Context: an optimization exercise on an open-source flow, tuned for small area, a short achievable clock period and few clock cycles per item. The choices shown serve that exercise and are no tape-out recipe. The RTL was checked by simulation tests, not by an equivalence proof against the original design.

==> flow/design.v (excerpt) <==
module lattice_interp (
  input  wire        clk,
  input  wire        rst,
  input  wire        in_valid,
  input  wire [63:0] in_x,         
  output reg         in_ready,
  output reg         mem_rd,
  output reg  [16:0] mem_addr,
  input  wire [15:0] mem_rdata,    
  output reg         out_valid,
  output reg  [15:0] out_y
);
Size in the first run: roughly 2000 cells after synthesis, roughly 300 flip-flops, about 22000 µm² of cells after synthesis.
==> flow/config.mk <==
export PLATFORM = sky130hd
export DESIGN_NAME = lattice_interp
export DESIGN_NICKNAME = lattice_interp
export VERILOG_FILES = /design/flow/design.v
export SDC_FILE = /design/flow/constraint.sdc
export NUM_CORES = 4
export LEC_CHECK = 0
export CAP_MARGIN = 20
export CORE_MARGIN = 2
export CORE_UTILIZATION = 40
export CTS_BUF_LIST = sky130_fd_sc_hd__clkbuf_16
export CTS_CLUSTER_DIAMETER = 80
export CTS_CLUSTER_SIZE = 25
export SLEW_MARGIN = 20
export SYNTH_HIERARCHICAL = 1
==> flow/constraint.sdc <==
create_clock -name core_clock -period 10.0 [get_ports {clk}]
set_input_delay 2.0000 -clock core_clock [delete_from_list [all_inputs] [get_ports {clk}]]
set_output_delay 2.0000 -clock core_clock [all_outputs]
set_load 0.01 [all_outputs]
standard.sh (not shown) runs the stock make flow with config.mk's settings and CLKGATE_MAP_FILE= SYNTH_SCRIPT=/design/flow/synth_recipe.tcl, a recipe that flattens the netlist after the stock synthesis.
==> flow/flow/run.sh <==
#!/bin/bash
# Standard layout, with plain buffers (buf_2) on the ports instead of the
# delay buffers the port-buffering step picks by default, and timing repair
# aiming at a shorter period than the 10 ns clock.
set -euo pipefail
bash standard.sh "BUFFER_PORTS_ARGS=-buffer_cell sky130_fd_sc_hd__buf_2" SETUP_SLACK_MARGIN=6.6 finish > standard.log 2>&1
Testbench counts at the start, summed over its fixed seeds: cycles 8,968, items 2,048.
Rerun with:
==> flow/flow/run.sh (replaced) <==
#!/bin/bash
# Standard layout, with plain buffers (buf_1) on the ports instead of the
# delay buffers the port-buffering step picks by default, and timing repair
# aiming at a shorter period than the 10 ns clock.
set -euo pipefail
bash standard.sh "BUFFER_PORTS_ARGS=-buffer_cell sky130_fd_sc_hd__buf_1" SETUP_SLACK_MARGIN=6.6 finish > standard.log 2>&1
Effect:
- synthesized cell count does not change
- worst setup slack gets worse by 0.051 ns
- register-to-register slack gets worse by 0.05 ns
Rerun with:
--- a/flow/flow/run.sh
+++ b/flow/flow/run.sh
@@ -5,2 +5,2 @@
 set -euo pipefail
-bash standard.sh "BUFFER_PORTS_ARGS=-buffer_cell sky130_fd_sc_hd__buf_1" SETUP_SLACK_MARGIN=6.6 finish > standard.log 2>&1
+bash standard.sh "BUFFER_PORTS_ARGS=-buffer_cell sky130_fd_sc_hd__buf_1" SETUP_SLACK_MARGIN=6.5 finish > standard.log 2>&1
Settings changed: CTS_CLUSTER_DIAMETER 80 to 90, CTS_CLUSTER_SIZE 25 to 30, GPL_TIMING_DRIVEN set to 1.
Effect: Worst hold slack stays flat. Synthesized area does not change. Cell count fell by 0.82%. Sequential share of layout area rose by 0.15 points. Final area fell by about 1.4%. Setup slack is worse by 0.022 ns. Die area is unchanged.

========
Another version of the RTL of lattice_interp (not shown whole).
For scale: ~1,800 cells after synthesis, roughly 120 I/O pins, roughly 20,000 µm² of cells after synthesis.
Settings: LEC_CHECK=0, CAP_MARGIN=20, CORE_MARGIN=2, CORE_UTILIZATION=40, CTS_BUF_LIST=sky130_fd_sc_hd__clkbuf_4, SLEW_MARGIN=20, SYNTH_HIERARCHICAL=1; clock period 10.0 ns.
==> flow/flow/run.sh <==
#!/bin/bash
# Standard layout, with plain buffers (buf_2) on the ports instead of the
# delay buffers the port-buffering step picks by default, and timing repair
# aiming at a shorter period than the 10 ns clock.
set -euo pipefail
bash standard.sh "BUFFER_PORTS_ARGS=-buffer_cell sky130_fd_sc_hd__buf_2" SETUP_SLACK_MARGIN=6.7 finish > standard.log 2>&1
The baseline went through all stages and came out clean.
Testbench counts at the start, summed over its fixed seeds: cycles 9,405, items 2,048.
Next try:
==> flow/flow/run.sh (replaced) <==
#!/bin/bash
# Standard layout, with plain buffers (buf_2) on the ports instead of the
# delay buffers the port-buffering step picks by default, and timing repair
# aiming at a shorter period than the 10 ns clock.
set -euo pipefail
bash standard.sh "BUFFER_PORTS_ARGS=-buffer_cell sky130_fd_sc_hd__buf_2" SETUP_SLACK_MARGIN=6.3 finish > standard.log 2>&1
CORE_UTILIZATION = 55   (was 40)
CTS_BUF_LIST = sky130_fd_sc_hd__clkbuf_16   (was sky130_fd_sc_hd__clkbuf_4)
CTS_CLUSTER_DIAMETER = 80   (was default)
CTS_CLUSTER_SIZE = 25   (was default)
=> The changed run produced a clean layout. Worst setup slack got worse by 0.054 ns. Cell area fell by 9.4%. Routed wire length drops by 13%.
Next try:
CORE_UTILIZATION = 40   (was 55)
CTS_BUF_LIST = sky130_fd_sc_hd__clkbuf_4   (was sky130_fd_sc_hd__clkbuf_16)
CTS_CLUSTER_DIAMETER = default   (was 80)
CTS_CLUSTER_SIZE = default   (was 25)
Outcome: Area after synthesis is unchanged. Wire length grows by a little under a tenth. Design area grows by a few percent. Final cell count grows by roughly a tenth.
Next try:
CTS_BUF_LIST = sky130_fd_sc_hd__clkbuf_8   (was sky130_fd_sc_hd__clkbuf_4)
CTS_CLUSTER_DIAMETER = 60   (was default)
CTS_CLUSTER_SIZE = 16   (was default)
Routed wire length drops by 2.3%.
Clock skew stays flat.
Die area stays the same.
Worst setup slack is worse by 0.026 ns.
Synthesized cell count stays the same.
Area after synthesis is unchanged.
Sequential share of layout area climbs by 0.33 points.

[separate check: timing with driven ports]
In the flow no input, the clock included, has a driving cell. The finished layouts below were timed again as built, in two steps. Step 1, drivers: a clkbuf_16 drives clk and a buf_2 each remaining input, both assumed. Step 2 times the ports against the registers' clock, not the clock port: input delays grow and output delays shrink by t, the midpoint of the rising clock arrivals with the driver on. Slacks: ideal / step 1 / step 2; pairs: ideal / step 1.
| run | shift t [ns] | setup slack, ns | worst setup path after step 2 | clock arrival spread, ns |
|---|---|---|---|---|
| the first run of note 1 | 0.610 | 6.685 / 6.670 / 6.442 | input to register | 0.020 / 0.020 |
| the second run of note 1 | 0.611 | 6.634 / 6.634 / 6.438 | input to register | 0.035 / 0.035 |
| the third run of note 1 | 0.595 | 6.611 / 6.611 / 6.356 | input to register | 0.025 / 0.025 |
| the first run of note 2 | 0.831 | 6.423 / 6.423 / 6.423 | register to register | 0.066 / 0.066 |
| the second run of note 2 | 0.607 | 6.369 / 6.369 / 6.369 | register to register | 0.031 / 0.031 |
| the third run of note 2 | 0.828 | 6.393 / 6.393 / 6.393 | register to register | 0.076 / 0.076 |
| the fourth run of note 2 | 0.676 | 6.367 / 6.343 / 6.367 | register to register | 0.058 / 0.058 |
After both steps setup and hold are still met in every run listed. For the third run of note 1, which loses most, drivers alone change the setup slack by 0.000 ns; drivers and shift together by -0.255 ns.
